This design comes from an exercise in tuning for small area and a short achievable clock period on the open sky130 flow, not from production work.
Function was checked by simulation only, so behaviour that the tests miss may differ from the original.

==> flow/design.v (outline; a module is shown in full before it is edited, if it fits) <==
// module cordic_step2: 51 lines
// module cordic_atan: 42 lines
// module cordic_gain: 555 lines
// module cordic_unit: 157 lines
module cordic_unit (
  input  wire        clk,
  input  wire        rst,        
  input  wire        start,      
  input  wire        vec,        
  input  wire [31:0] x_in,       
  input  wire [31:0] y_in,       
  input  wire [31:0] theta_in,   
  output reg         busy,
  output wire [63:0] r0,
  output wire [63:0] r1
);
  // ...
==> flow/run.sh <==
#!/bin/bash
# synth_recipe.tcl (not shown) runs the flow's synth.tcl, then flattens the netlist and writes it again
# the make line also repeats each setting of config.mk as NAME=value (left out here)
make -C /OpenROAD-flow-scripts/flow DESIGN_CONFIG=/design/flow/config.mk WORK_HOME=/design/flow/orfs CLKGATE_MAP_FILE= SYNTH_SCRIPT=/design/flow/synth_recipe.tcl finish
==> flow/config.mk <==
export PLATFORM = sky130hd
export DESIGN_NAME = cordic_unit
export DESIGN_NICKNAME = cordic_unit
export VERILOG_FILES = /design/flow/design.v
export SDC_FILE = /design/flow/constraint.sdc
export NUM_CORES = 4
export LEC_CHECK = 0
export ABC_AREA = 1
export CAP_MARGIN = 20
export CORE_MARGIN = 2
export CORE_UTILIZATION = 55
export SLEW_MARGIN = 20
==> flow/constraint.sdc <==
create_clock -name core_clock -period 32.0 [get_ports {clk}]
set_input_delay 6.4000 -clock core_clock [delete_from_list [all_inputs] [get_ports {clk}]]
set_output_delay 6.4000 -clock core_clock [all_outputs]
set_load 0.01 [all_outputs]
==> results.toml, run 1 <==
[outcome]
status = "no timing/DRC/antenna violations"

[synth]
synth-seq-cells = 217
synth-xor-area-share_pct = 9.851
syn_nets = 8867
synthesis.area_um2 = 54370
syn_inst = 7771

[route]
first_pass_iters = 8
totalWireLength_mm = 261.0
via_per_inst = 6.295
vias = 57220
wl_met3_mm = 42.89
wl_met2_mm = 100.1
drc_errors = 0

[sta]
hold_ws_ns = 0.4545
setup_viol = 0
skew_ns = 0.04879

[clock_tree]
clock_sinks = 217
ctsHoldBuffers = 0
cts_buffer_depth = 3

[die]
core-area_um2 = 98130
dieArea_um2 = 101400

[layout]
final_common_cell = "inv_1"
n_antenna_cell = 13
bufAreaShareNonClock_pct = 6.345
multi_input_gates = 5792
clk_share_pct = 1.712
area_delta_synth_final_pct = 7.642

[critical_path]
path_depth = 47
crit_type = "reg -> reg"
endpoint_kind = "flip-flop"
cp-start-kind = "flip-flop"
regToRegStartpoint = "sxa[1]"
reg2reg_setup_slack_ns = 21.12

[grt]
antenna_found_initial = 10
grt_overflow = 0

[hold_path]
hold_end = "cnt[0]"
min_delay_path_depth = 1

[placement]
place_hpwl_mm = 209.6
==> module cordic_step2, before the edit <==
module cordic_step2 (
  input  wire               vec,     
  input  wire signed [39:0] x_in,
  input  wire signed [39:0] y_in,
  input  wire        [39:0] z_in,
  input  wire               dpa_x,   
  input  wire               dpa_y_n, 
  input  wire               dpa_zm,  
  input  wire signed [39:0] xs,      
  input  wire signed [39:0] ys,      
  input  wire signed [39:0] xss,     
  input  wire signed [39:0] yss,     
  input  wire        [39:0] a_a,     
  input  wire        [39:0] a_b,     
  output wire signed [39:0] x_out,
  output wire signed [39:0] y_out,
  output wire        [39:0] z_out
);
  wire dpa_z = dpa_zm ^ ~vec;
  wire [39:0] z1 = z_in + (a_a ^ {40{dpa_z}}) + {39'd0, dpa_z};
  wire [39:0] y1p = y_in + xs;         
  wire [39:0] y1m = y_in - xs;         
  wire [39:0] z1p = z_in - a_a;        
  wire [39:0] z1m = z_in + a_a;        
  wire s1p = vec ? y1p[39] : ~z1p[39];
  wire s1m = vec ? y1m[39] : ~z1m[39];
  wire dpb_x = dpa_x ? s1p : s1m;
  wire dpb_y = dpa_y_n ? s1m : s1p;
  wire dpb_z = dpa_z ? s1p : s1m;
  assign z_out = z1 + (a_b ^ {40{dpb_z}}) + {39'd0, dpb_z};
  wire e_x = ~(dpa_x ^ dpb_x);        
  wire e_y = dpa_y_n ^ dpb_y;         
  wire [39:0] xs1 = {xs[39], xs[39:1]};
  wire [39:0] ys1 = {ys[39], ys[39:1]};
  wire [39:0] xt1 = ys ^ {40{dpa_x}};
  wire [39:0] xt2 = ys1 ^ {40{dpb_x}};
  wire [39:0] xt3 = xss ^ {40{e_x}};
  wire [39:0] xp1 = x_in ^ xt1 ^ xt2;
  wire [39:0] xg1 = {(x_in[38:0] & xt1[38:0]) | (x_in[38:0] & xt2[38:0]) | (xt1[38:0] & xt2[38:0]), dpa_x};
  wire [39:0] xp2 = xp1 ^ xg1 ^ xt3;
  wire [39:0] xg2 = {(xp1[38:0] & xg1[38:0]) | (xp1[38:0] & xt3[38:0]) | (xg1[38:0] & xt3[38:0]), dpb_x};
  assign x_out = xp2 + xg2 + {39'd0, e_x};
  wire [39:0] yt1 = xs ^ {40{dpa_y_n}};
  wire [39:0] yt2 = xs1 ^ {40{~dpb_y}};
  wire [39:0] yt3 = yss ^ {40{e_y}};
  wire [39:0] yp1 = y_in ^ yt1 ^ yt2;
  wire [39:0] yg1 = {(y_in[38:0] & yt1[38:0]) | (y_in[38:0] & yt2[38:0]) | (yt1[38:0] & yt2[38:0]), dpa_y_n};
  wire [39:0] yp2 = yp1 ^ yg1 ^ yt3;
  wire [39:0] yg2 = {(yp1[38:0] & yg1[38:0]) | (yp1[38:0] & yt3[38:0]) | (yg1[38:0] & yt3[38:0]), ~dpb_y};
  assign y_out = yp2 + yg2 + {39'd0, e_y};
endmodule
==> module cordic_gain, before the edit <==
module cordic_gain (
  input  wire [39:0] t,
  output wire [32:0] r
);
  wire w1 = t[2] ^ t[4];
  wire w2 = t[2] & t[4];
  wire w3 = t[3] ^ t[5] ^ ~t[8];
  wire w4 = (t[3] & t[5]) | (t[3] & ~t[8]) | (t[5] & ~t[8]);
  wire w5 = t[4] ^ t[6];
  wire w6 = t[4] & t[6];
  wire w7 = t[5] ^ t[7];
  wire w8 = t[5] & t[7];
  wire w9 = t[6] ^ t[8];
  wire w10 = t[6] & t[8];
  wire w11 = t[1] ^ t[3] ^ ~t[6];
  wire w12 = (t[1] & t[3]) | (t[1] & ~t[6]) | (t[3] & ~t[6]);
  wire w13 = ~t[9] ^ ~t[12] ^ t[14];
  wire w14 = (~t[9] & ~t[12]) | (~t[9] & t[14]) | (~t[12] & t[14]);
  wire w15 = ~t[7] ^ ~t[10] ^ ~t[13];
  wire w16 = (~t[7] & ~t[10]) | (~t[7] & ~t[13]) | (~t[10] & ~t[13]);
  wire w17 = t[15] ^ t[17] ^ ~t[21];
  wire w18 = (t[15] & t[17]) | (t[15] & ~t[21]) | (t[17] & ~t[21]);
  wire w19 = ~t[24] ^ ~t[26] ^ t[28];
  wire w20 = (~t[24] & ~t[26]) | (~t[24] & t[28]) | (~t[26] & t[28]);
  wire w21 = ~t[11] ^ ~t[14] ^ t[16];
  wire w22 = (~t[11] & ~t[14]) | (~t[11] & t[16]) | (~t[14] & t[16]);
  wire w23 = t[18] ^ ~t[22] ^ ~t[25];
  wire w24 = (t[18] & ~t[22]) | (t[18] & ~t[25]) | (~t[22] & ~t[25]);
  wire w25 = ~t[27] ^ t[29] ^ t[31];
  wire w26 = (~t[27] & t[29]) | (~t[27] & t[31]) | (t[29] & t[31]);
  wire w27 = t[36] ^ 1'b1;
  wire w28 = t[36] & 1'b1;
  wire w29 = ~t[9] ^ ~t[12] ^ ~t[15];
  wire w30 = (~t[9] & ~t[12]) | (~t[9] & ~t[15]) | (~t[12] & ~t[15]);
  wire w31 = t[17] ^ t[19] ^ ~t[23];
  wire w32 = (t[17] & t[19]) | (t[17] & ~t[23]) | (t[19] & ~t[23]);
  wire w33 = ~t[26] ^ ~t[28] ^ t[30];
  wire w34 = (~t[26] & ~t[28]) | (~t[26] & t[30]) | (~t[28] & t[30]);
  wire w35 = t[32] ^ t[37] ^ w4;
  wire w36 = (t[32] & t[37]) | (t[32] & w4) | (t[37] & w4);
  wire w37 = ~t[10] ^ ~t[13] ^ ~t[16];
  wire w38 = (~t[10] & ~t[13]) | (~t[10] & ~t[16]) | (~t[13] & ~t[16]);
  wire w39 = t[18] ^ t[20] ^ ~t[24];
  wire w40 = (t[18] & t[20]) | (t[18] & ~t[24]) | (t[20] & ~t[24]);
  wire w41 = ~t[27] ^ ~t[29] ^ t[31];
  wire w42 = (~t[27] & ~t[29]) | (~t[27] & t[31]) | (~t[29] & t[31]);
  wire w43 = t[33] ^ t[38] ^ w6;
  wire w44 = (t[33] & t[38]) | (t[33] & w6) | (t[38] & w6);
  wire w45 = ~t[11] ^ ~t[14] ^ ~t[17];
  wire w46 = (~t[11] & ~t[14]) | (~t[11] & ~t[17]) | (~t[14] & ~t[17]);
  wire w47 = t[19] ^ t[21] ^ ~t[25];
  wire w48 = (t[19] & t[21]) | (t[19] & ~t[25]) | (t[21] & ~t[25]);
  wire w49 = ~t[28] ^ ~t[30] ^ t[32];
  wire w50 = (~t[28] & ~t[30]) | (~t[28] & t[32]) | (~t[30] & t[32]);
  wire w51 = t[34] ^ ~t[39] ^ w8;
  wire w52 = (t[34] & ~t[39]) | (t[34] & w8) | (~t[39] & w8);
  wire w53 = t[7] ^ t[9] ^ ~t[12];
  wire w54 = (t[7] & t[9]) | (t[7] & ~t[12]) | (t[9] & ~t[12]);
  wire w55 = ~t[15] ^ ~t[18] ^ t[20];
  wire w56 = (~t[15] & ~t[18]) | (~t[15] & t[20]) | (~t[18] & t[20]);
  wire w57 = t[22] ^ ~t[26] ^ ~t[29];
  wire w58 = (t[22] & ~t[26]) | (t[22] & ~t[29]) | (~t[26] & ~t[29]);
  wire w59 = ~t[31] ^ t[33] ^ t[35];
  wire w60 = (~t[31] & t[33]) | (~t[31] & t[35]) | (t[33] & t[35]);
  wire w61 = t[8] ^ t[10] ^ ~t[13];
  wire w62 = (t[8] & t[10]) | (t[8] & ~t[13]) | (t[10] & ~t[13]);
  wire w63 = ~t[16] ^ ~t[19] ^ t[21];
  wire w64 = (~t[16] & ~t[19]) | (~t[16] & t[21]) | (~t[19] & t[21]);
  wire w65 = t[23] ^ ~t[27] ^ ~t[30];
  wire w66 = (t[23] & ~t[27]) | (t[23] & ~t[30]) | (~t[27] & ~t[30]);
  wire w67 = ~t[32] ^ t[34];
  wire w68 = ~t[32] & t[34];
  wire w69 = t[9] ^ t[11] ^ ~t[14];
  wire w70 = (t[9] & t[11]) | (t[9] & ~t[14]) | (t[11] & ~t[14]);
  wire w71 = ~t[17] ^ ~t[20] ^ t[22];
  wire w72 = (~t[17] & ~t[20]) | (~t[17] & t[22]) | (~t[20] & t[22]);
  wire w73 = t[24] ^ ~t[28] ^ ~t[31];
  wire w74 = (t[24] & ~t[28]) | (t[24] & ~t[31]) | (~t[28] & ~t[31]);
  wire w75 = ~t[33] ^ t[35];
  wire w76 = ~t[33] & t[35];
  wire w77 = t[10] ^ t[12] ^ ~t[15];
  wire w78 = (t[10] & t[12]) | (t[10] & ~t[15]) | (t[12] & ~t[15]);
  wire w79 = ~t[18] ^ ~t[21] ^ t[23];
  wire w80 = (~t[18] & ~t[21]) | (~t[18] & t[23]) | (~t[21] & t[23]);
  wire w81 = t[25] ^ ~t[29] ^ ~t[32];
  wire w82 = (t[25] & ~t[29]) | (t[25] & ~t[32]) | (~t[29] & ~t[32]);
  wire w83 = ~t[34] ^ t[36];
  wire w84 = ~t[34] & t[36];
  wire w85 = t[11] ^ t[13] ^ ~t[16];
  wire w86 = (t[11] & t[13]) | (t[11] & ~t[16]) | (t[13] & ~t[16]);
  wire w87 = ~t[19] ^ ~t[22] ^ t[24];
  wire w88 = (~t[19] & ~t[22]) | (~t[19] & t[24]) | (~t[22] & t[24]);
  wire w89 = t[26] ^ ~t[30] ^ ~t[33];
  wire w90 = (t[26] & ~t[30]) | (t[26] & ~t[33]) | (~t[30] & ~t[33]);
  wire w91 = ~t[35] ^ t[37] ^ ~t[39];
  wire w92 = (~t[35] & t[37]) | (~t[35] & ~t[39]) | (t[37] & ~t[39]);
  wire w93 = t[12] ^ t[14] ^ ~t[17];
  wire w94 = (t[12] & t[14]) | (t[12] & ~t[17]) | (t[14] & ~t[17]);
  wire w95 = ~t[20] ^ ~t[23] ^ t[25];
  wire w96 = (~t[20] & ~t[23]) | (~t[20] & t[25]) | (~t[23] & t[25]);
  wire w97 = t[27] ^ ~t[31] ^ ~t[34];
  wire w98 = (t[27] & ~t[31]) | (t[27] & ~t[34]) | (~t[31] & ~t[34]);
  wire w99 = ~t[36] ^ t[38];
  wire w100 = ~t[36] & t[38];
  wire w101 = t[13] ^ t[15] ^ ~t[18];
  wire w102 = (t[13] & t[15]) | (t[13] & ~t[18]) | (t[15] & ~t[18]);
  wire w103 = ~t[21] ^ ~t[24] ^ t[26];
  wire w104 = (~t[21] & ~t[24]) | (~t[21] & t[26]) | (~t[24] & t[26]);
  wire w105 = t[28] ^ ~t[32] ^ ~t[35];
  wire w106 = (t[28] & ~t[32]) | (t[28] & ~t[35]) | (~t[32] & ~t[35]);
  wire w107 = t[14] ^ t[16] ^ ~t[19];
  wire w108 = (t[14] & t[16]) | (t[14] & ~t[19]) | (t[16] & ~t[19]);
  wire w109 = ~t[22] ^ ~t[25] ^ t[27];
  wire w110 = (~t[22] & ~t[25]) | (~t[22] & t[27]) | (~t[25] & t[27]);
  wire w111 = t[29] ^ ~t[33];
  wire w112 = t[29] & ~t[33];
  wire w113 = t[15] ^ t[17] ^ ~t[20];
  wire w114 = (t[15] & t[17]) | (t[15] & ~t[20]) | (t[17] & ~t[20]);
  wire w115 = ~t[23] ^ ~t[26] ^ t[28];
  wire w116 = (~t[23] & ~t[26]) | (~t[23] & t[28]) | (~t[26] & t[28]);
  wire w117 = t[16] ^ t[18] ^ ~t[21];
  wire w118 = (t[16] & t[18]) | (t[16] & ~t[21]) | (t[18] & ~t[21]);
  wire w119 = ~t[24] ^ ~t[27];
  wire w120 = ~t[24] & ~t[27];
  wire w121 = t[17] ^ t[19] ^ ~t[22];
  wire w122 = (t[17] & t[19]) | (t[17] & ~t[22]) | (t[19] & ~t[22]);
  wire w123 = t[18] ^ t[20];
  wire w124 = t[18] & t[20];
  wire w125 = t[19] ^ t[21];
  wire w126 = t[19] & t[21];
  wire w127 = t[16] ^ ~t[20] ^ ~t[23];
  wire w128 = (t[16] & ~t[20]) | (t[16] & ~t[23]) | (~t[20] & ~t[23]);
  wire w129 = ~t[25] ^ t[27];
  wire w130 = ~t[25] & t[27];
  wire w131 = t[30] ^ t[35] ^ 1'b1;
  wire w132 = (t[30] & t[35]) | (t[30] & 1'b1) | (t[35] & 1'b1);
  wire w133 = w1 ^ w12 ^ w14;
  wire w134 = (w1 & w12) | (w1 & w14) | (w12 & w14);
  wire w135 = w15 ^ w17;
  wire w136 = w15 & w17;
  wire w137 = w2 ^ w3 ^ w16;
  wire w138 = (w2 & w3) | (w2 & w16) | (w3 & w16);
  wire w139 = w18 ^ w20 ^ w21;
  wire w140 = (w18 & w20) | (w18 & w21) | (w20 & w21);
  wire w141 = w23 ^ w25 ^ w27;
  wire w142 = (w23 & w25) | (w23 & w27) | (w25 & w27);
  wire w143 = w5 ^ w22 ^ w24;
  wire w144 = (w5 & w22) | (w5 & w24) | (w22 & w24);
  wire w145 = w26 ^ w28 ^ w29;
  wire w146 = (w26 & w28) | (w26 & w29) | (w28 & w29);
  wire w147 = w31 ^ w33 ^ w35;
  wire w148 = (w31 & w33) | (w31 & w35) | (w33 & w35);
  wire w149 = w7 ^ w30 ^ w32;
  wire w150 = (w7 & w30) | (w7 & w32) | (w30 & w32);
  wire w151 = w34 ^ w36 ^ w37;
  wire w152 = (w34 & w36) | (w34 & w37) | (w36 & w37);
  wire w153 = w39 ^ w41 ^ w43;
  wire w154 = (w39 & w41) | (w39 & w43) | (w41 & w43);
  wire w155 = w9 ^ w38 ^ w40;
  wire w156 = (w9 & w38) | (w9 & w40) | (w38 & w40);
  wire w157 = w42 ^ w44 ^ w45;
  wire w158 = (w42 & w44) | (w42 & w45) | (w44 & w45);
  wire w159 = w47 ^ w49 ^ w51;
  wire w160 = (w47 & w49) | (w47 & w51) | (w49 & w51);
  wire w161 = w10 ^ w46 ^ w48;
  wire w162 = (w10 & w46) | (w10 & w48) | (w46 & w48);
  wire w163 = w50 ^ w52 ^ w53;
  wire w164 = (w50 & w52) | (w50 & w53) | (w52 & w53);
  wire w165 = w55 ^ w57 ^ w59;
  wire w166 = (w55 & w57) | (w55 & w59) | (w57 & w59);
  wire w167 = t[36] ^ w54 ^ w56;
  wire w168 = (t[36] & w54) | (t[36] & w56) | (w54 & w56);
  wire w169 = w58 ^ w60 ^ w61;
  wire w170 = (w58 & w60) | (w58 & w61) | (w60 & w61);
  wire w171 = w63 ^ w65 ^ w67;
  wire w172 = (w63 & w65) | (w63 & w67) | (w65 & w67);
  wire w173 = t[37] ^ w62 ^ w64;
  wire w174 = (t[37] & w62) | (t[37] & w64) | (w62 & w64);
  wire w175 = w66 ^ w68 ^ w69;
  wire w176 = (w66 & w68) | (w66 & w69) | (w68 & w69);
  wire w177 = w71 ^ w73 ^ w75;
  wire w178 = (w71 & w73) | (w71 & w75) | (w73 & w75);
  wire w179 = t[38] ^ w70 ^ w72;
  wire w180 = (t[38] & w70) | (t[38] & w72) | (w70 & w72);
  wire w181 = w74 ^ w76 ^ w77;
  wire w182 = (w74 & w76) | (w74 & w77) | (w76 & w77);
  wire w183 = w79 ^ w81 ^ w83;
  wire w184 = (w79 & w81) | (w79 & w83) | (w81 & w83);
  wire w185 = 1'b1 ^ w78 ^ w80;
  wire w186 = (1'b1 & w78) | (1'b1 & w80) | (w78 & w80);
  wire w187 = w82 ^ w84 ^ w85;
  wire w188 = (w82 & w84) | (w82 & w85) | (w84 & w85);
  wire w189 = w87 ^ w89 ^ w91;
  wire w190 = (w87 & w89) | (w87 & w91) | (w89 & w91);
  wire w191 = 1'b1 ^ w86 ^ w88;
  wire w192 = (1'b1 & w86) | (1'b1 & w88) | (w86 & w88);
  wire w193 = w90 ^ w92 ^ w93;
  wire w194 = (w90 & w92) | (w90 & w93) | (w92 & w93);
  wire w195 = w95 ^ w97 ^ w99;
  wire w196 = (w95 & w97) | (w95 & w99) | (w97 & w99);
  wire w197 = ~t[37] ^ ~t[39] ^ w94;
  wire w198 = (~t[37] & ~t[39]) | (~t[37] & w94) | (~t[39] & w94);
  wire w199 = w96 ^ w98 ^ w100;
  wire w200 = (w96 & w98) | (w96 & w100) | (w98 & w100);
  wire w201 = w101 ^ w103 ^ w105;
  wire w202 = (w101 & w103) | (w101 & w105) | (w103 & w105);
  wire w203 = ~t[36] ^ ~t[38] ^ 1'b1;
  wire w204 = (~t[36] & ~t[38]) | (~t[36] & 1'b1) | (~t[38] & 1'b1);
  wire w205 = w102 ^ w104 ^ w106;
  wire w206 = (w102 & w104) | (w102 & w106) | (w104 & w106);
  wire w207 = w107 ^ w109 ^ w111;
  wire w208 = (w107 & w109) | (w107 & w111) | (w109 & w111);
  wire w209 = t[30] ^ ~t[34] ^ ~t[37];
  wire w210 = (t[30] & ~t[34]) | (t[30] & ~t[37]) | (~t[34] & ~t[37]);
  wire w211 = t[39] ^ w108 ^ w110;
  wire w212 = (t[39] & w108) | (t[39] & w110) | (w108 & w110);
  wire w213 = w112 ^ w113 ^ w115;
  wire w214 = (w112 & w113) | (w112 & w115) | (w113 & w115);
  wire w215 = t[29] ^ t[31] ^ ~t[35];
  wire w216 = (t[29] & t[31]) | (t[29] & ~t[35]) | (t[31] & ~t[35]);
  wire w217 = ~t[38] ^ 1'b1 ^ w114;
  wire w218 = (~t[38] & 1'b1) | (~t[38] & w114) | (1'b1 & w114);
  wire w219 = w116 ^ w117 ^ w119;
  wire w220 = (w116 & w117) | (w116 & w119) | (w117 & w119);
  wire w221 = ~t[25] ^ ~t[28] ^ t[30];
  wire w222 = (~t[25] & ~t[28]) | (~t[25] & t[30]) | (~t[28] & t[30]);
  wire w223 = t[32] ^ ~t[36] ^ t[39];
  wire w224 = (t[32] & ~t[36]) | (t[32] & t[39]) | (~t[36] & t[39]);
  wire w225 = w118 ^ w120 ^ w121;
  wire w226 = (w118 & w120) | (w118 & w121) | (w120 & w121);
  wire w227 = ~t[23] ^ ~t[26] ^ ~t[29];
  wire w228 = (~t[23] & ~t[26]) | (~t[23] & ~t[29]) | (~t[26] & ~t[29]);
  wire w229 = t[31] ^ t[33] ^ ~t[37];
  wire w230 = (t[31] & t[33]) | (t[31] & ~t[37]) | (t[33] & ~t[37]);
  wire w231 = 1'b1 ^ w122 ^ w123;
  wire w232 = (1'b1 & w122) | (1'b1 & w123) | (w122 & w123);
  wire w233 = ~t[24] ^ ~t[27] ^ ~t[30];
  wire w234 = (~t[24] & ~t[27]) | (~t[24] & ~t[30]) | (~t[27] & ~t[30]);
  wire w235 = t[32] ^ t[34] ^ ~t[38];
  wire w236 = (t[32] & t[34]) | (t[32] & ~t[38]) | (t[34] & ~t[38]);
  wire w237 = 1'b1 ^ w124 ^ w125;
  wire w238 = (1'b1 & w124) | (1'b1 & w125) | (w124 & w125);
  wire w239 = t[20] ^ t[22] ^ ~t[25];
  wire w240 = (t[20] & t[22]) | (t[20] & ~t[25]) | (t[22] & ~t[25]);
  wire w241 = ~t[28] ^ ~t[31] ^ t[33];
  wire w242 = (~t[28] & ~t[31]) | (~t[28] & t[33]) | (~t[31] & t[33]);
  wire w243 = t[35] ^ t[39] ^ w126;
  wire w244 = (t[35] & t[39]) | (t[35] & w126) | (t[39] & w126);
  wire w245 = t[21] ^ t[23] ^ ~t[26];
  wire w246 = (t[21] & t[23]) | (t[21] & ~t[26]) | (t[23] & ~t[26]);
  wire w247 = ~t[29] ^ ~t[32] ^ t[34];
  wire w248 = (~t[29] & ~t[32]) | (~t[29] & t[34]) | (~t[32] & t[34]);
  wire w249 = t[36] ^ 1'b1;
  wire w250 = t[36] & 1'b1;
  wire w251 = t[22] ^ t[24] ^ ~t[27];
  wire w252 = (t[22] & t[24]) | (t[22] & ~t[27]) | (t[24] & ~t[27]);
  wire w253 = ~t[30] ^ ~t[33] ^ t[35];
  wire w254 = (~t[30] & ~t[33]) | (~t[30] & t[35]) | (~t[33] & t[35]);
  wire w255 = t[37] ^ 1'b1;
  wire w256 = t[37] & 1'b1;
  wire w257 = t[23] ^ t[25] ^ ~t[28];
  wire w258 = (t[23] & t[25]) | (t[23] & ~t[28]) | (t[25] & ~t[28]);
  wire w259 = ~t[31] ^ ~t[34] ^ t[36];
  wire w260 = (~t[31] & ~t[34]) | (~t[31] & t[36]) | (~t[34] & t[36]);
  wire w261 = t[38] ^ 1'b1;
  wire w262 = t[38] & 1'b1;
  wire w263 = t[24] ^ t[26] ^ ~t[29];
  wire w264 = (t[24] & t[26]) | (t[24] & ~t[29]) | (t[26] & ~t[29]);
  wire w265 = ~t[32] ^ ~t[35] ^ t[37];
  wire w266 = (~t[32] & ~t[35]) | (~t[32] & t[37]) | (~t[35] & t[37]);
  wire w267 = t[25] ^ t[27] ^ ~t[30];
  wire w268 = (t[25] & t[27]) | (t[25] & ~t[30]) | (t[27] & ~t[30]);
  wire w269 = ~t[33] ^ ~t[36];
  wire w270 = ~t[33] & ~t[36];
  wire w271 = t[26] ^ t[28] ^ ~t[31];
  wire w272 = (t[26] & t[28]) | (t[26] & ~t[31]) | (t[28] & ~t[31]);
  wire w273 = t[27] ^ t[29];
  wire w274 = t[27] & t[29];
  wire w275 = t[29] ^ t[34] ^ w11;
  wire w276 = (t[29] & t[34]) | (t[29] & w11) | (t[34] & w11);
  wire w277 = w19 ^ w128 ^ w130;
  wire w278 = (w19 & w128) | (w19 & w130) | (w128 & w130);
  wire w279 = w131 ^ w133;
  wire w280 = w131 & w133;
  wire w281 = w132 ^ w134 ^ w136;
  wire w282 = (w132 & w134) | (w132 & w136) | (w134 & w136);
  wire w283 = w137 ^ w139 ^ w141;
  wire w284 = (w137 & w139) | (w137 & w141) | (w139 & w141);
  wire w285 = w138 ^ w140 ^ w142;
  wire w286 = (w138 & w140) | (w138 & w142) | (w140 & w142);
  wire w287 = w143 ^ w145 ^ w147;
  wire w288 = (w143 & w145) | (w143 & w147) | (w145 & w147);
  wire w289 = w144 ^ w146 ^ w148;
  wire w290 = (w144 & w146) | (w144 & w148) | (w146 & w148);
  wire w291 = w149 ^ w151 ^ w153;
  wire w292 = (w149 & w151) | (w149 & w153) | (w151 & w153);
  wire w293 = w150 ^ w152 ^ w154;
  wire w294 = (w150 & w152) | (w150 & w154) | (w152 & w154);
  wire w295 = w155 ^ w157 ^ w159;
  wire w296 = (w155 & w157) | (w155 & w159) | (w157 & w159);
  wire w297 = w156 ^ w158 ^ w160;
  wire w298 = (w156 & w158) | (w156 & w160) | (w158 & w160);
  wire w299 = w161 ^ w163 ^ w165;
  wire w300 = (w161 & w163) | (w161 & w165) | (w163 & w165);
  wire w301 = w162 ^ w164 ^ w166;
  wire w302 = (w162 & w164) | (w162 & w166) | (w164 & w166);
  wire w303 = w167 ^ w169 ^ w171;
  wire w304 = (w167 & w169) | (w167 & w171) | (w169 & w171);
  wire w305 = w168 ^ w170 ^ w172;
  wire w306 = (w168 & w170) | (w168 & w172) | (w170 & w172);
  wire w307 = w173 ^ w175 ^ w177;
  wire w308 = (w173 & w175) | (w173 & w177) | (w175 & w177);
  wire w309 = w174 ^ w176 ^ w178;
  wire w310 = (w174 & w176) | (w174 & w178) | (w176 & w178);
  wire w311 = w179 ^ w181 ^ w183;
  wire w312 = (w179 & w181) | (w179 & w183) | (w181 & w183);
  wire w313 = w180 ^ w182 ^ w184;
  wire w314 = (w180 & w182) | (w180 & w184) | (w182 & w184);
  wire w315 = w185 ^ w187 ^ w189;
  wire w316 = (w185 & w187) | (w185 & w189) | (w187 & w189);
  wire w317 = w186 ^ w188 ^ w190;
  wire w318 = (w186 & w188) | (w186 & w190) | (w188 & w190);
  wire w319 = w191 ^ w193 ^ w195;
  wire w320 = (w191 & w193) | (w191 & w195) | (w193 & w195);
  wire w321 = w192 ^ w194 ^ w196;
  wire w322 = (w192 & w194) | (w192 & w196) | (w194 & w196);
  wire w323 = w197 ^ w199 ^ w201;
  wire w324 = (w197 & w199) | (w197 & w201) | (w199 & w201);
  wire w325 = w198 ^ w200 ^ w202;
  wire w326 = (w198 & w200) | (w198 & w202) | (w200 & w202);
  wire w327 = w203 ^ w205 ^ w207;
  wire w328 = (w203 & w205) | (w203 & w207) | (w205 & w207);
  wire w329 = w204 ^ w206 ^ w208;
  wire w330 = (w204 & w206) | (w204 & w208) | (w206 & w208);
  wire w331 = w209 ^ w211 ^ w213;
  wire w332 = (w209 & w211) | (w209 & w213) | (w211 & w213);
  wire w333 = w210 ^ w212 ^ w214;
  wire w334 = (w210 & w212) | (w210 & w214) | (w212 & w214);
  wire w335 = w215 ^ w217 ^ w219;
  wire w336 = (w215 & w217) | (w215 & w219) | (w217 & w219);
  wire w337 = w216 ^ w218 ^ w220;
  wire w338 = (w216 & w218) | (w216 & w220) | (w218 & w220);
  wire w339 = w221 ^ w223 ^ w225;
  wire w340 = (w221 & w223) | (w221 & w225) | (w223 & w225);
  wire w341 = w222 ^ w224 ^ w226;
  wire w342 = (w222 & w224) | (w222 & w226) | (w224 & w226);
  wire w343 = w227 ^ w229 ^ w231;
  wire w344 = (w227 & w229) | (w227 & w231) | (w229 & w231);
  wire w345 = w228 ^ w230 ^ w232;
  wire w346 = (w228 & w230) | (w228 & w232) | (w230 & w232);
  wire w347 = w233 ^ w235 ^ w237;
  wire w348 = (w233 & w235) | (w233 & w237) | (w235 & w237);
  wire w349 = w234 ^ w236 ^ w238;
  wire w350 = (w234 & w236) | (w234 & w238) | (w236 & w238);
  wire w351 = w239 ^ w241 ^ w243;
  wire w352 = (w239 & w241) | (w239 & w243) | (w241 & w243);
  wire w353 = w240 ^ w242 ^ w244;
  wire w354 = (w240 & w242) | (w240 & w244) | (w242 & w244);
  wire w355 = w245 ^ w247 ^ w249;
  wire w356 = (w245 & w247) | (w245 & w249) | (w247 & w249);
  wire w357 = w246 ^ w248 ^ w250;
  wire w358 = (w246 & w248) | (w246 & w250) | (w248 & w250);
  wire w359 = w251 ^ w253 ^ w255;
  wire w360 = (w251 & w253) | (w251 & w255) | (w253 & w255);
  wire w361 = w252 ^ w254 ^ w256;
  wire w362 = (w252 & w254) | (w252 & w256) | (w254 & w256);
  wire w363 = w257 ^ w259 ^ w261;
  wire w364 = (w257 & w259) | (w257 & w261) | (w259 & w261);
  wire w365 = ~t[39] ^ w258 ^ w260;
  wire w366 = (~t[39] & w258) | (~t[39] & w260) | (w258 & w260);
  wire w367 = w262 ^ w263 ^ w265;
  wire w368 = (w262 & w263) | (w262 & w265) | (w263 & w265);
  wire w369 = t[38] ^ 1'b1 ^ w264;
  wire w370 = (t[38] & 1'b1) | (t[38] & w264) | (1'b1 & w264);
  wire w371 = w266 ^ w267 ^ w269;
  wire w372 = (w266 & w267) | (w266 & w269) | (w267 & w269);
  wire w373 = ~t[34] ^ ~t[37] ^ ~t[39];
  wire w374 = (~t[34] & ~t[37]) | (~t[34] & ~t[39]) | (~t[37] & ~t[39]);
  wire w375 = w268 ^ w270 ^ w271;
  wire w376 = (w268 & w270) | (w268 & w271) | (w270 & w271);
  wire w377 = ~t[32] ^ ~t[35] ^ ~t[38];
  wire w378 = (~t[32] & ~t[35]) | (~t[32] & ~t[38]) | (~t[35] & ~t[38]);
  wire w379 = 1'b1 ^ w272 ^ w273;
  wire w380 = (1'b1 & w272) | (1'b1 & w273) | (w272 & w273);
  wire w381 = t[28] ^ t[30] ^ ~t[33];
  wire w382 = (t[28] & t[30]) | (t[28] & ~t[33]) | (t[30] & ~t[33]);
  wire w383 = ~t[36] ^ t[39] ^ w274;
  wire w384 = (~t[36] & t[39]) | (~t[36] & w274) | (t[39] & w274);
  wire w385 = t[29] ^ t[31] ^ ~t[34];
  wire w386 = (t[29] & t[31]) | (t[29] & ~t[34]) | (t[31] & ~t[34]);
  wire w387 = ~t[37] ^ 1'b1;
  wire w388 = ~t[37] & 1'b1;
  wire w389 = t[30] ^ t[32] ^ ~t[35];
  wire w390 = (t[30] & t[32]) | (t[30] & ~t[35]) | (t[32] & ~t[35]);
  wire w391 = ~t[38] ^ 1'b1;
  wire w392 = ~t[38] & 1'b1;
  wire w393 = t[31] ^ t[33] ^ ~t[36];
  wire w394 = (t[31] & t[33]) | (t[31] & ~t[36]) | (t[33] & ~t[36]);
  wire w395 = t[32] ^ t[34];
  wire w396 = t[32] & t[34];
  wire w397 = t[33] ^ t[35];
  wire w398 = t[33] & t[35];
  wire w399 = w13 ^ w127;
  wire w400 = w13 & w127;
  wire w401 = w135 ^ w276 ^ w277;
  wire w402 = (w135 & w276) | (w135 & w277) | (w276 & w277);
  wire w403 = w278 ^ w280 ^ w281;
  wire w404 = (w278 & w280) | (w278 & w281) | (w280 & w281);
  wire w405 = w282 ^ w284 ^ w285;
  wire w406 = (w282 & w284) | (w282 & w285) | (w284 & w285);
  wire w407 = w286 ^ w288 ^ w289;
  wire w408 = (w286 & w288) | (w286 & w289) | (w288 & w289);
  wire w409 = w290 ^ w292 ^ w293;
  wire w410 = (w290 & w292) | (w290 & w293) | (w292 & w293);
  wire w411 = w294 ^ w296 ^ w297;
  wire w412 = (w294 & w296) | (w294 & w297) | (w296 & w297);
  wire w413 = w298 ^ w300 ^ w301;
  wire w414 = (w298 & w300) | (w298 & w301) | (w300 & w301);
  wire w415 = w302 ^ w304 ^ w305;
  wire w416 = (w302 & w304) | (w302 & w305) | (w304 & w305);
  wire w417 = w306 ^ w308 ^ w309;
  wire w418 = (w306 & w308) | (w306 & w309) | (w308 & w309);
  wire w419 = w310 ^ w312 ^ w313;
  wire w420 = (w310 & w312) | (w310 & w313) | (w312 & w313);
  wire w421 = w314 ^ w316 ^ w317;
  wire w422 = (w314 & w316) | (w314 & w317) | (w316 & w317);
  wire w423 = w318 ^ w320 ^ w321;
  wire w424 = (w318 & w320) | (w318 & w321) | (w320 & w321);
  wire w425 = w322 ^ w324 ^ w325;
  wire w426 = (w322 & w324) | (w322 & w325) | (w324 & w325);
  wire w427 = w326 ^ w328 ^ w329;
  wire w428 = (w326 & w328) | (w326 & w329) | (w328 & w329);
  wire w429 = w330 ^ w332 ^ w333;
  wire w430 = (w330 & w332) | (w330 & w333) | (w332 & w333);
  wire w431 = w334 ^ w336 ^ w337;
  wire w432 = (w334 & w336) | (w334 & w337) | (w336 & w337);
  wire w433 = w338 ^ w340 ^ w341;
  wire w434 = (w338 & w340) | (w338 & w341) | (w340 & w341);
  wire w435 = w342 ^ w344 ^ w345;
  wire w436 = (w342 & w344) | (w342 & w345) | (w344 & w345);
  wire w437 = w346 ^ w348 ^ w349;
  wire w438 = (w346 & w348) | (w346 & w349) | (w348 & w349);
  wire w439 = w350 ^ w352 ^ w353;
  wire w440 = (w350 & w352) | (w350 & w353) | (w352 & w353);
  wire w441 = w354 ^ w356 ^ w357;
  wire w442 = (w354 & w356) | (w354 & w357) | (w356 & w357);
  wire w443 = w358 ^ w360 ^ w361;
  wire w444 = (w358 & w360) | (w358 & w361) | (w360 & w361);
  wire w445 = w362 ^ w364 ^ w365;
  wire w446 = (w362 & w364) | (w362 & w365) | (w364 & w365);
  wire w447 = w366 ^ w368 ^ w369;
  wire w448 = (w366 & w368) | (w366 & w369) | (w368 & w369);
  wire w449 = w370 ^ w372 ^ w373;
  wire w450 = (w370 & w372) | (w370 & w373) | (w372 & w373);
  wire w451 = w374 ^ w376 ^ w377;
  wire w452 = (w374 & w376) | (w374 & w377) | (w376 & w377);
  wire w453 = w378 ^ w380 ^ w381;
  wire w454 = (w378 & w380) | (w378 & w381) | (w380 & w381);
  wire w455 = w382 ^ w384 ^ w385;
  wire w456 = (w382 & w384) | (w382 & w385) | (w384 & w385);
  wire w457 = w386 ^ w388 ^ w389;
  wire w458 = (w386 & w388) | (w386 & w389) | (w388 & w389);
  wire w459 = t[39] ^ w390 ^ w392;
  wire w460 = (t[39] & w390) | (t[39] & w392) | (w390 & w392);
  wire w461 = ~t[37] ^ 1'b1 ^ w394;
  wire w462 = (~t[37] & 1'b1) | (~t[37] & w394) | (1'b1 & w394);
  wire w463 = ~t[38] ^ 1'b1 ^ w396;
  wire w464 = (~t[38] & 1'b1) | (~t[38] & w396) | (1'b1 & w396);
  wire w465 = t[34] ^ t[36] ^ t[39];
  wire w466 = (t[34] & t[36]) | (t[34] & t[39]) | (t[36] & t[39]);
  wire w467 = t[35] ^ t[37];
  wire w468 = t[35] & t[37];
  wire w469 = t[36] ^ t[38];
  wire w470 = t[36] & t[38];
  wire w471 = w129 ^ w275;
  wire w472 = w129 & w275;
  wire w473 = w279 ^ w400 ^ w401;
  wire w474 = (w279 & w400) | (w279 & w401) | (w400 & w401);
  wire w475 = w283 ^ w402 ^ w403;
  wire w476 = (w283 & w402) | (w283 & w403) | (w402 & w403);
  wire w477 = w287 ^ w404 ^ w405;
  wire w478 = (w287 & w404) | (w287 & w405) | (w404 & w405);
  wire w479 = w291 ^ w406 ^ w407;
  wire w480 = (w291 & w406) | (w291 & w407) | (w406 & w407);
  wire w481 = w295 ^ w408 ^ w409;
  wire w482 = (w295 & w408) | (w295 & w409) | (w408 & w409);
  wire w483 = w299 ^ w410 ^ w411;
  wire w484 = (w299 & w410) | (w299 & w411) | (w410 & w411);
  wire w485 = w303 ^ w412 ^ w413;
  wire w486 = (w303 & w412) | (w303 & w413) | (w412 & w413);
  wire w487 = w307 ^ w414 ^ w415;
  wire w488 = (w307 & w414) | (w307 & w415) | (w414 & w415);
  wire w489 = w311 ^ w416 ^ w417;
  wire w490 = (w311 & w416) | (w311 & w417) | (w416 & w417);
  wire w491 = w315 ^ w418 ^ w419;
  wire w492 = (w315 & w418) | (w315 & w419) | (w418 & w419);
  wire w493 = w319 ^ w420 ^ w421;
  wire w494 = (w319 & w420) | (w319 & w421) | (w420 & w421);
  wire w495 = w323 ^ w422 ^ w423;
  wire w496 = (w323 & w422) | (w323 & w423) | (w422 & w423);
  wire w497 = w327 ^ w424 ^ w425;
  wire w498 = (w327 & w424) | (w327 & w425) | (w424 & w425);
  wire w499 = w331 ^ w426 ^ w427;
  wire w500 = (w331 & w426) | (w331 & w427) | (w426 & w427);
  wire w501 = w335 ^ w428 ^ w429;
  wire w502 = (w335 & w428) | (w335 & w429) | (w428 & w429);
  wire w503 = w339 ^ w430 ^ w431;
  wire w504 = (w339 & w430) | (w339 & w431) | (w430 & w431);
  wire w505 = w343 ^ w432 ^ w433;
  wire w506 = (w343 & w432) | (w343 & w433) | (w432 & w433);
  wire w507 = w347 ^ w434 ^ w435;
  wire w508 = (w347 & w434) | (w347 & w435) | (w434 & w435);
  wire w509 = w351 ^ w436 ^ w437;
  wire w510 = (w351 & w436) | (w351 & w437) | (w436 & w437);
  wire w511 = w355 ^ w438 ^ w439;
  wire w512 = (w355 & w438) | (w355 & w439) | (w438 & w439);
  wire w513 = w359 ^ w440 ^ w441;
  wire w514 = (w359 & w440) | (w359 & w441) | (w440 & w441);
  wire w515 = w363 ^ w442 ^ w443;
  wire w516 = (w363 & w442) | (w363 & w443) | (w442 & w443);
  wire w517 = w367 ^ w444 ^ w445;
  wire w518 = (w367 & w444) | (w367 & w445) | (w444 & w445);
  wire w519 = w371 ^ w446 ^ w447;
  wire w520 = (w371 & w446) | (w371 & w447) | (w446 & w447);
  wire w521 = w375 ^ w448 ^ w449;
  wire w522 = (w375 & w448) | (w375 & w449) | (w448 & w449);
  wire w523 = w379 ^ w450 ^ w451;
  wire w524 = (w379 & w450) | (w379 & w451) | (w450 & w451);
  wire w525 = w383 ^ w452 ^ w453;
  wire w526 = (w383 & w452) | (w383 & w453) | (w452 & w453);
  wire w527 = w387 ^ w454 ^ w455;
  wire w528 = (w387 & w454) | (w387 & w455) | (w454 & w455);
  wire w529 = w391 ^ w456 ^ w457;
  wire w530 = (w391 & w456) | (w391 & w457) | (w456 & w457);
  wire w531 = w393 ^ w458 ^ w459;
  wire w532 = (w393 & w458) | (w393 & w459) | (w458 & w459);
  wire w533 = w395 ^ w460 ^ w461;
  wire w534 = (w395 & w460) | (w395 & w461) | (w460 & w461);
  wire w535 = w397 ^ w462 ^ w463;
  wire w536 = (w397 & w462) | (w397 & w463) | (w462 & w463);
  wire w537 = w398 ^ w464 ^ w465;
  wire w538 = (w398 & w464) | (w398 & w465) | (w464 & w465);
  wire w539 = 1'b1 ^ w466 ^ w467;
  wire w540 = (1'b1 & w466) | (1'b1 & w467) | (w466 & w467);
  wire w541 = 1'b1 ^ w468 ^ w469;
  wire w542 = (1'b1 & w468) | (1'b1 & w469) | (w468 & w469);
  wire w543 = t[37] ^ ~t[39] ^ w470;
  wire w544 = (t[37] & ~t[39]) | (t[37] & w470) | (~t[39] & w470);
  wire w545 = t[38] ^ 1'b1;
  wire w546 = t[38] & 1'b1;
  wire [38:0] ra = {~t[39], w544, w542, w540, w538, w536, w534, w532, w530, w528, w526, w524, w522, w520, w518, w516, w514, w512, w510, w508, w506, w504, w502, w500, w498, w496, w494, w492, w490, w488, w486, w484, w482, w480, w478, w476, w474, w472, w399};
  wire [38:0] rb = {w546, w545, w543, w541, w539, w537, w535, w533, w531, w529, w527, w525, w523, w521, w519, w517, w515, w513, w511, w509, w507, w505, w503, w501, w499, w497, w495, w493, w491, w489, w487, w485, w483, w481, w479, w477, w475, w473, w471};
  wire [38:0] s = ra + rb;
  assign r = s[38:6];
endmodule
==> run 2: changes to the inputs <==
--- a/flow/design.v
+++ b/flow/design.v
@@ -16,3 +16,4 @@
   output wire signed [39:0] y_out,
-  output wire        [39:0] z_out
+  output wire        [39:0] z_out,
+  output wire               dpb      
 );
@@ -29,2 +30,3 @@
   wire dpb_z = dpa_z ? s1p : s1m;
+  assign dpb = dpb_x;
   assign z_out = z1 + (a_b ^ {40{dpb_z}}) + {39'd0, dpb_z};
@@ -95,2 +97,4 @@
   input  wire [39:0] t,
+  input  wire [4:0]  ca,
+  input  wire        ci,
   output wire [32:0] r
@@ -179,4 +183,4 @@
   wire w82 = (t[25] & ~t[29]) | (t[25] & ~t[32]) | (~t[29] & ~t[32]);
-  wire w83 = ~t[34] ^ t[36];
-  wire w84 = ~t[34] & t[36];
+  wire w83 = ~t[34] ^ t[36] ^ t[38];
+  wire w84 = (~t[34] & t[36]) | (~t[34] & t[38]) | (t[36] & t[38]);
   wire w85 = t[11] ^ t[13] ^ ~t[16];
@@ -187,4 +191,4 @@
   wire w90 = (t[26] & ~t[30]) | (t[26] & ~t[33]) | (~t[30] & ~t[33]);
-  wire w91 = ~t[35] ^ t[37] ^ ~t[39];
-  wire w92 = (~t[35] & t[37]) | (~t[35] & ~t[39]) | (t[37] & ~t[39]);
+  wire w91 = ~t[35] ^ t[37];
+  wire w92 = ~t[35] & t[37];
   wire w93 = t[12] ^ t[14] ^ ~t[17];
@@ -275,4 +279,4 @@
   wire w178 = (w71 & w73) | (w71 & w75) | (w73 & w75);
-  wire w179 = t[38] ^ w70 ^ w72;
-  wire w180 = (t[38] & w70) | (t[38] & w72) | (w70 & w72);
+  wire w179 = 1'b1 ^ w70 ^ w72;
+  wire w180 = (1'b1 & w70) | (1'b1 & w72) | (w70 & w72);
   wire w181 = w74 ^ w76 ^ w77;
@@ -281,4 +285,4 @@
   wire w184 = (w79 & w81) | (w79 & w83) | (w81 & w83);
-  wire w185 = 1'b1 ^ w78 ^ w80;
-  wire w186 = (1'b1 & w78) | (1'b1 & w80) | (w78 & w80);
+  wire w185 = ~t[39] ^ w78 ^ w80;
+  wire w186 = (~t[39] & w78) | (~t[39] & w80) | (w78 & w80);
   wire w187 = w82 ^ w84 ^ w85;
@@ -643,4 +647,82 @@
   wire w546 = t[38] & 1'b1;
-  wire [38:0] ra = {~t[39], w544, w542, w540, w538, w536, w534, w532, w530, w528, w526, w524, w522, w520, w518, w516, w514, w512, w510, w508, w506, w504, w502, w500, w498, w496, w494, w492, w490, w488, w486, w484, w482, w480, w478, w476, w474, w472, w399};
-  wire [38:0] rb = {w546, w545, w543, w541, w539, w537, w535, w533, w531, w529, w527, w525, w523, w521, w519, w517, w515, w513, w511, w509, w507, w505, w503, w501, w499, w497, w495, w493, w491, w489, w487, w485, w483, w481, w479, w477, w475, w473, w471};
+  wire w547 = w480 ^ w481;
+  wire w548 = w480 & w481;
+  wire w549 = w482 ^ w483;
+  wire w550 = w482 & w483;
+  wire w551 = w484 ^ w485;
+  wire w552 = w484 & w485;
+  wire w553 = w486 ^ w487;
+  wire w554 = w486 & w487;
+  wire w555 = w488 ^ w489;
+  wire w556 = w488 & w489;
+  wire w557 = ca[0] ^ ci;
+  wire w558 = ca[0] & ci;
+  wire w559 = ca[1] ^ w548 ^ w549;
+  wire w560 = (ca[1] & w548) | (ca[1] & w549) | (w548 & w549);
+  wire w561 = ca[2] ^ w550 ^ w551;
+  wire w562 = (ca[2] & w550) | (ca[2] & w551) | (w550 & w551);
+  wire w563 = ca[3] ^ w552 ^ w553;
+  wire w564 = (ca[3] & w552) | (ca[3] & w553) | (w552 & w553);
+  wire w565 = ~ca[4] ^ w554 ^ w555;
+  wire w566 = (~ca[4] & w554) | (~ca[4] & w555) | (w554 & w555);
+  wire w567 = w490 ^ w491 ^ w556;
+  wire w568 = (w490 & w491) | (w490 & w556) | (w491 & w556);
+  wire w569 = w492 ^ w493;
+  wire w570 = w492 & w493;
+  wire w571 = w494 ^ w495;
+  wire w572 = w494 & w495;
+  wire w573 = w496 ^ w497;
+  wire w574 = w496 & w497;
+  wire w575 = w498 ^ w499;
+  wire w576 = w498 & w499;
+  wire w577 = w500 ^ w501;
+  wire w578 = w500 & w501;
+  wire w579 = w502 ^ w503;
+  wire w580 = w502 & w503;
+  wire w581 = w504 ^ w505;
+  wire w582 = w504 & w505;
+  wire w583 = w506 ^ w507;
+  wire w584 = w506 & w507;
+  wire w585 = w508 ^ w509;
+  wire w586 = w508 & w509;
+  wire w587 = w510 ^ w511;
+  wire w588 = w510 & w511;
+  wire w589 = w512 ^ w513;
+  wire w590 = w512 & w513;
+  wire w591 = w514 ^ w515;
+  wire w592 = w514 & w515;
+  wire w593 = w516 ^ w517;
+  wire w594 = w516 & w517;
+  wire w595 = w518 ^ w519;
+  wire w596 = w518 & w519;
+  wire w597 = w520 ^ w521;
+  wire w598 = w520 & w521;
+  wire w599 = w522 ^ w523;
+  wire w600 = w522 & w523;
+  wire w601 = w524 ^ w525;
+  wire w602 = w524 & w525;
+  wire w603 = w526 ^ w527;
+  wire w604 = w526 & w527;
+  wire w605 = w528 ^ w529;
+  wire w606 = w528 & w529;
+  wire w607 = w530 ^ w531;
+  wire w608 = w530 & w531;
+  wire w609 = w532 ^ w533;
+  wire w610 = w532 & w533;
+  wire w611 = w534 ^ w535;
+  wire w612 = w534 & w535;
+  wire w613 = w536 ^ w537;
+  wire w614 = w536 & w537;
+  wire w615 = w538 ^ w539;
+  wire w616 = w538 & w539;
+  wire w617 = w540 ^ w541;
+  wire w618 = w540 & w541;
+  wire w619 = w542 ^ w543;
+  wire w620 = w542 & w543;
+  wire w621 = w544 ^ w545;
+  wire w622 = w544 & w545;
+  wire w623 = ~t[39] ^ w546;
+  wire w624 = ~t[39] & w546;
+  wire [38:0] ra = {w622, w620, w618, w616, w614, w612, w610, w608, w606, w604, w602, w600, w598, w596, w594, w592, w590, w588, w586, w584, w582, w580, w578, w576, w574, w572, w570, w568, w566, w564, w562, w560, w558, w547, w478, w476, w474, w472, w399};
+  wire [38:0] rb = {w623, w621, w619, w617, w615, w613, w611, w609, w607, w605, w603, w601, w599, w597, w595, w593, w591, w589, w587, w585, w583, w581, w579, w577, w575, w573, w571, w569, w567, w565, w563, w561, w559, w557, w479, w477, w475, w473, w471};
   wire [38:0] s = ra + rb;
@@ -648,2 +730,141 @@
 endmodule
+module cordic_kx (
+  input  wire [6:0] xt,
+  output reg  [4:0] k1,
+  output reg  [4:0] k3
+);
+  always @* begin
+    case (xt)
+      7'd0: begin k1 = 5'd0; k3 = 5'd0; end
+      7'd1: begin k1 = 5'd0; k3 = 5'd0; end
+      7'd2: begin k1 = 5'd0; k3 = 5'd0; end
+      7'd3: begin k1 = 5'd0; k3 = 5'd1; end
+      7'd4: begin k1 = 5'd0; k3 = 5'd1; end
+      7'd5: begin k1 = 5'd0; k3 = 5'd1; end
+      7'd6: begin k1 = 5'd0; k3 = 5'd1; end
+      7'd7: begin k1 = 5'd1; k3 = 5'd2; end
+      7'd8: begin k1 = 5'd1; k3 = 5'd2; end
+      7'd9: begin k1 = 5'd1; k3 = 5'd2; end
+      7'd10: begin k1 = 5'd1; k3 = 5'd2; end
+      7'd11: begin k1 = 5'd1; k3 = 5'd3; end
+      7'd12: begin k1 = 5'd1; k3 = 5'd3; end
+      7'd13: begin k1 = 5'd1; k3 = 5'd3; end
+      7'd14: begin k1 = 5'd1; k3 = 5'd3; end
+      7'd15: begin k1 = 5'd1; k3 = 5'd3; end
+      7'd16: begin k1 = 5'd1; k3 = 5'd4; end
+      7'd17: begin k1 = 5'd1; k3 = 5'd4; end
+      7'd18: begin k1 = 5'd1; k3 = 5'd4; end
+      7'd19: begin k1 = 5'd1; k3 = 5'd4; end
+      7'd20: begin k1 = 5'd2; k3 = 5'd5; end
+      7'd21: begin k1 = 5'd2; k3 = 5'd5; end
+      7'd22: begin k1 = 5'd2; k3 = 5'd5; end
+      7'd23: begin k1 = 5'd2; k3 = 5'd5; end
+      7'd24: begin k1 = 5'd2; k3 = 5'd5; end
+      7'd25: begin k1 = 5'd2; k3 = 5'd6; end
+      7'd26: begin k1 = 5'd2; k3 = 5'd6; end
+      7'd27: begin k1 = 5'd2; k3 = 5'd6; end
+      7'd28: begin k1 = 5'd2; k3 = 5'd6; end
+      7'd29: begin k1 = 5'd2; k3 = 5'd7; end
+      7'd30: begin k1 = 5'd2; k3 = 5'd7; end
+      7'd31: begin k1 = 5'd2; k3 = 5'd7; end
+      7'd32: begin k1 = 5'd2; k3 = 5'd7; end
+      7'd33: begin k1 = 5'd3; k3 = 5'd8; end
+      7'd34: begin k1 = 5'd3; k3 = 5'd8; end
+      7'd35: begin k1 = 5'd3; k3 = 5'd8; end
+      7'd36: begin k1 = 5'd3; k3 = 5'd8; end
+      7'd37: begin k1 = 5'd3; k3 = 5'd8; end
+      7'd38: begin k1 = 5'd3; k3 = 5'd9; end
+      7'd39: begin k1 = 5'd3; k3 = 5'd9; end
+      7'd40: begin k1 = 5'd3; k3 = 5'd9; end
+      7'd41: begin k1 = 5'd3; k3 = 5'd9; end
+      7'd42: begin k1 = 5'd3; k3 = 5'd10; end
+      7'd43: begin k1 = 5'd3; k3 = 5'd10; end
+      7'd44: begin k1 = 5'd3; k3 = 5'd10; end
+      7'd45: begin k1 = 5'd3; k3 = 5'd10; end
+      7'd46: begin k1 = 5'd4; k3 = 5'd11; end
+      7'd47: begin k1 = 5'd4; k3 = 5'd11; end
+      7'd48: begin k1 = 5'd4; k3 = 5'd11; end
+      7'd49: begin k1 = 5'd4; k3 = 5'd11; end
+      7'd50: begin k1 = 5'd4; k3 = 5'd11; end
+      7'd51: begin k1 = 5'd4; k3 = 5'd12; end
+      7'd52: begin k1 = 5'd4; k3 = 5'd12; end
+      7'd53: begin k1 = 5'd4; k3 = 5'd12; end
+      7'd54: begin k1 = 5'd4; k3 = 5'd12; end
+      7'd55: begin k1 = 5'd4; k3 = 5'd13; end
+      7'd56: begin k1 = 5'd4; k3 = 5'd13; end
+      7'd57: begin k1 = 5'd4; k3 = 5'd13; end
+      7'd58: begin k1 = 5'd4; k3 = 5'd13; end
+      7'd59: begin k1 = 5'd4; k3 = 5'd13; end
+      7'd60: begin k1 = 5'd5; k3 = 5'd14; end
+      7'd61: begin k1 = 5'd5; k3 = 5'd14; end
+      7'd62: begin k1 = 5'd5; k3 = 5'd14; end
+      7'd63: begin k1 = 5'd5; k3 = 5'd14; end
+      7'd64: begin k1 = 5'd27; k3 = 5'd17; end
+      7'd65: begin k1 = 5'd27; k3 = 5'd18; end
+      7'd66: begin k1 = 5'd27; k3 = 5'd18; end
+      7'd67: begin k1 = 5'd27; k3 = 5'd18; end
+      7'd68: begin k1 = 5'd27; k3 = 5'd18; end
+      7'd69: begin k1 = 5'd28; k3 = 5'd19; end
+      7'd70: begin k1 = 5'd28; k3 = 5'd19; end
+      7'd71: begin k1 = 5'd28; k3 = 5'd19; end
+      7'd72: begin k1 = 5'd28; k3 = 5'd19; end
+      7'd73: begin k1 = 5'd28; k3 = 5'd19; end
+      7'd74: begin k1 = 5'd28; k3 = 5'd20; end
+      7'd75: begin k1 = 5'd28; k3 = 5'd20; end
+      7'd76: begin k1 = 5'd28; k3 = 5'd20; end
+      7'd77: begin k1 = 5'd28; k3 = 5'd20; end
+      7'd78: begin k1 = 5'd28; k3 = 5'd21; end
+      7'd79: begin k1 = 5'd28; k3 = 5'd21; end
+      7'd80: begin k1 = 5'd28; k3 = 5'd21; end
+      7'd81: begin k1 = 5'd28; k3 = 5'd21; end
+      7'd82: begin k1 = 5'd28; k3 = 5'd21; end
+      7'd83: begin k1 = 5'd29; k3 = 5'd22; end
+      7'd84: begin k1 = 5'd29; k3 = 5'd22; end
+      7'd85: begin k1 = 5'd29; k3 = 5'd22; end
+      7'd86: begin k1 = 5'd29; k3 = 5'd22; end
+      7'd87: begin k1 = 5'd29; k3 = 5'd23; end
+      7'd88: begin k1 = 5'd29; k3 = 5'd23; end
+      7'd89: begin k1 = 5'd29; k3 = 5'd23; end
+      7'd90: begin k1 = 5'd29; k3 = 5'd23; end
+      7'd91: begin k1 = 5'd29; k3 = 5'd24; end
+      7'd92: begin k1 = 5'd29; k3 = 5'd24; end
+      7'd93: begin k1 = 5'd29; k3 = 5'd24; end
+      7'd94: begin k1 = 5'd29; k3 = 5'd24; end
+      7'd95: begin k1 = 5'd29; k3 = 5'd24; end
+      7'd96: begin k1 = 5'd30; k3 = 5'd25; end
+      7'd97: begin k1 = 5'd30; k3 = 5'd25; end
+      7'd98: begin k1 = 5'd30; k3 = 5'd25; end
+      7'd99: begin k1 = 5'd30; k3 = 5'd25; end
+      7'd100: begin k1 = 5'd30; k3 = 5'd26; end
+      7'd101: begin k1 = 5'd30; k3 = 5'd26; end
+      7'd102: begin k1 = 5'd30; k3 = 5'd26; end
+      7'd103: begin k1 = 5'd30; k3 = 5'd26; end
+      7'd104: begin k1 = 5'd30; k3 = 5'd27; end
+      7'd105: begin k1 = 5'd30; k3 = 5'd27; end
+      7'd106: begin k1 = 5'd30; k3 = 5'd27; end
+      7'd107: begin k1 = 5'd30; k3 = 5'd27; end
+      7'd108: begin k1 = 5'd30; k3 = 5'd27; end
+      7'd109: begin k1 = 5'd31; k3 = 5'd28; end
+      7'd110: begin k1 = 5'd31; k3 = 5'd28; end
+      7'd111: begin k1 = 5'd31; k3 = 5'd28; end
+      7'd112: begin k1 = 5'd31; k3 = 5'd28; end
+      7'd113: begin k1 = 5'd31; k3 = 5'd29; end
+      7'd114: begin k1 = 5'd31; k3 = 5'd29; end
+      7'd115: begin k1 = 5'd31; k3 = 5'd29; end
+      7'd116: begin k1 = 5'd31; k3 = 5'd29; end
+      7'd117: begin k1 = 5'd31; k3 = 5'd29; end
+      7'd118: begin k1 = 5'd31; k3 = 5'd30; end
+      7'd119: begin k1 = 5'd31; k3 = 5'd30; end
+      7'd120: begin k1 = 5'd31; k3 = 5'd30; end
+      7'd121: begin k1 = 5'd31; k3 = 5'd30; end
+      7'd122: begin k1 = 5'd0; k3 = 5'd31; end
+      7'd123: begin k1 = 5'd0; k3 = 5'd31; end
+      7'd124: begin k1 = 5'd0; k3 = 5'd31; end
+      7'd125: begin k1 = 5'd0; k3 = 5'd31; end
+      7'd126: begin k1 = 5'd0; k3 = 5'd0; end
+      7'd127: begin k1 = 5'd0; k3 = 5'd0; end
+      default: begin k1 = 5'd0; k3 = 5'd0; end
+    endcase
+  end
+endmodule
 module cordic_unit (
@@ -684,2 +905,3 @@
   reg               p_fin;    
+  reg               p_16;     
   assign r0 = {{31{x[39]}}, x[39:7]};
@@ -712,2 +934,3 @@
   wire signed [39:0] x2, y2;
+  wire               dpb;
   wire        [39:0] z2;
@@ -715,3 +938,3 @@
                      .xs(xs_a), .ys(ys_a), .xss(xss), .yss(yss), .a_a(a_a), .a_b(a_b),
-                     .x_out(x2), .y_out(y2), .z_out(z2));
+                     .x_out(x2), .y_out(y2), .z_out(z2), .dpb(dpb));
   wire [39:0] xn  = rev40(xs_a);
@@ -719,6 +942,13 @@
   wire        neg = xn[39];
-  wire signed [32:0] gx, gy;
-  cordic_gain g_x (.t(xs_a ^ {40{flip}}), .r(gx));
-  cordic_gain g_y (.t(y ^ {40{~flip_y_n}}), .r(gy));
-  wire [32:0] res1 = mode ? (zero ? 33'd0 : {1'b0, z[39:8]}) : gy;
+  wire        [4:0]  k1, k3;
+  cordic_kx t_kx (.xt({~x39b_n, x[38:33]}), .k1(k1), .k3(k3));
+  wire        [12:0] zb  = z[12:0] + (dpa_x ? -13'd163 : 13'd163);
+  wire               db  = ~zb[12];
+  wire               cneg = ~dpa_x ^ flip;                   
+  wire        [4:0]  cs  = (dpa_x ^ db) ? k1 : k3;
+  wire        [4:0]  ca  = p_16 ? (cs ^ {5{cneg}}) : 5'd0;
+  wire               ci  = p_16 & cneg;
+  wire signed [32:0] g;
+  cordic_gain g_u (.t((p_16 ? y : xs_a) ^ {40{flip}}), .ca(ca), .ci(ci), .r(g));
+  wire [32:0] res1 = zero ? 33'd0 : {1'b0, z[39:8]};
   wire [3:0] c_nx = c + 4'd1;
@@ -726,3 +956,3 @@
                     !busy ? (start ? (vec ? rev40(xw) : xw) : x) :
-                    p_fin ? {gx, 7'd0} :
+                    p_fin ? {g, 7'd0} :
                     p_nrm ? (xn ^ {40{neg}}) :
@@ -731,3 +961,4 @@
                     !busy ? (start ? (vec ? rev40(yw) : yw) : y) :
-                    p_fin ? {res1, 7'd0} :
+                    p_16  ? {g, 7'd0} :
+                    p_fin ? (mode ? {res1, 7'd0} : y) :
                     p_nrm ? (yn ^ {40{neg}}) :
@@ -748,2 +979,3 @@
       p_fin <= 1'b0;
+      p_16  <= 1'b0;
     end else if (!busy) begin
@@ -757,2 +989,3 @@
       p_fin <= (cnt == 5'd15);
+      p_16  <= ~mode & (cnt == 5'd14);
       if (p_fin) busy <= 1'b0;
==> run 2 against run 1 <==
Still clean on timing, DRC and antenna. Critical path depth fell by 3. Clock skew fell by 0.019 ns. Non-clock buffer count fell by 29. Cell count fell by 12%. First-iteration DRC count fell by 8.0%. Die area fell by 12%. Largest cell class unchanged.
==> results.toml, run 2 <==
[outcome]
status = "no timing/DRC/antenna violations"

[synth]
syn_nets = 7807
synth.distinct_cells = 73
synth_common_cells = "1183 x nand2_1, 1040 x inv_1, 772 x o21ai_0"
synth-seq-cells = 217
ys_warn_count = 3
synthArstFlopShare_pct = 0
ys.flop_type = "dfxtp_1"
yosysTopAreaCell = "fa_1"
synth_top_area_share_pct = 18.17
synthMuxAreaShare_pct = 1.556
synth_top_family_by_area = "adder cells"
synth_edf_count = 40
yosys.area_share.simple_pct = 18.28
syn_inst = 6866
synthAdderAreaFrac_pct = 28.92
synthesis.area_um2 = 47610
syn_area_per_cell_um2 = 6.934
synth_area_leaders = "fa_1 18%, ha_1 11%, nand2_1 9.3%, inv_1 8.2%, o21ai_0 8.1%"
synth-xor-area-share_pct = 8.510
seq_area_frac_synth_pct = 9.966
synth_compound_area_share_pct = 19.68
yosys.cell_count.top_type = "nand2_1"

[clock_tree]
cts_tree = "done"
numCtsBuffers = 29
ctsHoldBuffers = 0
cts_resized = 0
clock_sinks = 217
cts_buffer_depth = 3
cts-root-buf = "clkbuf_16"
path_clk_slew_ns = 0.07
clk-insertion-delay-late_ns = 0.63
cts_setup_buffers = 0
htreeDepth = 1

[route]
via_per_inst = 6.501
ant_nets = 0
drc_errors = 0
totalWireLength_mm = 247.0
vias = 52280
drt_iter0_drc = 8460
first_pass_iters = 12
wire_per_inst_um = 30.71

[die]
dieArea_um2 = 88930
dieHeight_um = 298.2
rows = 107
core-area_um2 = 85410
start_util_pct = 55.73
io_pins = 229
die_w_um = 298.2

[sta]
setup_ws_ns = 20.01
period_needed_ns = 11.99
fin_crit_sh_pct = 37.46
skew_ns = 0.02984
worst_pin_slew_ns = 1.390
rsz0062_at_grt = "false"
slew_headroom_pct = 6.373
hold_ws_ns = 0.4692
setup_viol = 0
fmax_ghz = 0.08342
slew_violations = 0
hold_violations = 0
setup_tns_ns = 0

[hold_path]
worstHoldStart = "cnt[4]"
hold_class = "reg -> reg"
hold_end = "p_16"
min_delay_path_depth = 1

[layout]
reg_top3 = "x (40), y (40), z (40)"
layout.nets = 7802
final_layout_size_suffix_gt1_share_pct = 5.084
area_delta_synth_final_pct = 8.253
fill_cells = 8245
final_cell_mix = "1181 x nand2_1, 1035 x inv_1, 753 x o21ai_0"
fin_cells = 8042
final_common_cell = "nand2_1"

[critical_path]
crit_family = "compound AO/OA/AOI/OAI gates"
ff2ff_path_depth = 44
critPathArrivalTime_ns = 12.47
crit_top_cell = "inv_1"
crit_type = "reg -> reg"
required_ns = 32.48
cp-start-kind = "flip-flop"
path_buf_inv = 9
reg2reg_setup_slack_ns = 20.01
reg2reg_to = "y[28]"
crit_fanout = 11
endpoint_kind = "flip-flop"
regToRegStartpoint = "x[35]"
slowest_delay_ns = 0.91
cpMaxStageDelayCell = "o21ai_0"

[grt]
grt_start_max_net_pins = 80
grt_pass1_vias = 48940
antenna_found_initial = 24
track_usage_pct = 54.32
grt_overflow = 0
grt_first_pass_wirelength_mm = 348.5

[placement]
place_hpwl_mm = 195.1
routabilityCongestion = 1.208
placed_cells = 7969
place_ws_ns = 20.85
numPortBuffers = 228

[job]
drv_cap = 0
==> run 2: worst max-delay path by stage <==
| stage | slack (ns) | to | depth (start not counted) | startpoint |
|---|---|---|---|---|
| global placement | 21.02 | x[30] | 43 | x[35] |
| detailed placement | 20.85 | x[30] | 43 | x[35] |
| global route | 19.76 | x[30] | 43 | x[35] |
| CTS | 20.79 | x[26] | 43 | x[35] |
| finish | 20.01 | y[28] | 44 | x[35] |
| floorplan | 22.99 | y[26] | 39 | x[39] |
==> run 2: worst reg2reg max path: cells and delay by family, from the launching register on <==
| kind | cells | cell delay [ns] |
|---|---|---|
| AOI/OAI and AO/OA | 18 | 4.38 |
| adders and majority gates | 7 | 3.32 |
| buffers and inverters | 9 | 1.33 |
| and+or+nand+nor | 9 | 1.32 |
| xor gates and xnor gates | 1 | 0.81 |
| DFF | 1 | 0.69 |
==> run 2: cell type report <==
type	count	area, um^2	share of cell area, %
multi-input combinational	5154	36760	71.33
sequential	217	4758	9.233
inverter	1069	4024	7.808
timing repair buffer	390	3517	6.825
tap	1144	1431	2.778
clock buffer	31	753.2	1.462
clock inverter	23	256.5	0.4977
antenna	14	35.03	0.06798
==> run 2: metrics by stage <==
step	cell area, um^2	util [%]
after global routing	51500	60.30
after floorplan	47610	-
after CTS	51390	60.16
final	51530	60.33
after global placement	50370	58.97
after detailed placement	50380	58.98
==> run 2: metal layers <==
layer	vias to the layer above	share of wire, %	GRT usage, %
li1	22240	-	-
met1	24260	34	62.91
met2	4450	38	74.24
met3	1311	17	29.21
met4	20	10	42.04
met5	-	0.15	0.8117
==> run 2: cells by family after synthesis <==
kind of cell    count (synthesis)
compound gates               1697
xor+xnor                      461
fa+ha+maj                     841
buf+inv                      1495
flops                         217
mux                            74
simple gates                 2081

-- afterwards: timing with drivers on the ports --
How much do the figures lean on ideal ports? The routed layouts below were timed once more, with nothing changed but the port constraints.
Step 1 (the two cells are an assumption about what drives the block):
set clk [get_ports {clk}]
set_driving_cell -lib_cell sky130_fd_sc_hd__clkbuf_16 $clk
set_driving_cell -lib_cell sky130_fd_sc_hd__buf_2 [delete_from_list [all_inputs] $clk]
Step 2 adds t to the input delays and takes it off the output delays; t is the mean of the earliest and latest rising clock arrival at the registers after step 1. Input paths then give back, and output paths get back, about the clock's delay inside the block.
a / b / c = ideal / step 1 / step 2; a / b = the first two.
| run | shift t [ns] | slack for setup (ns) | hold WS [ns] | clock arrival spread, ns | cell pins on the clock port's net |
|---|---|---|---|---|---|
| run 1 | 0.699 | 21.117 / 21.117 / 21.117 | 0.455 / 0.455 / 0.455 | 0.049 / 0.049 | 1 |
| run 2 | 0.689 | 20.013 / 20.013 / 20.013 | 0.469 / 0.469 / 0.469 | 0.030 / 0.030 | 1 |
After both steps setup and hold are still met in every run listed.
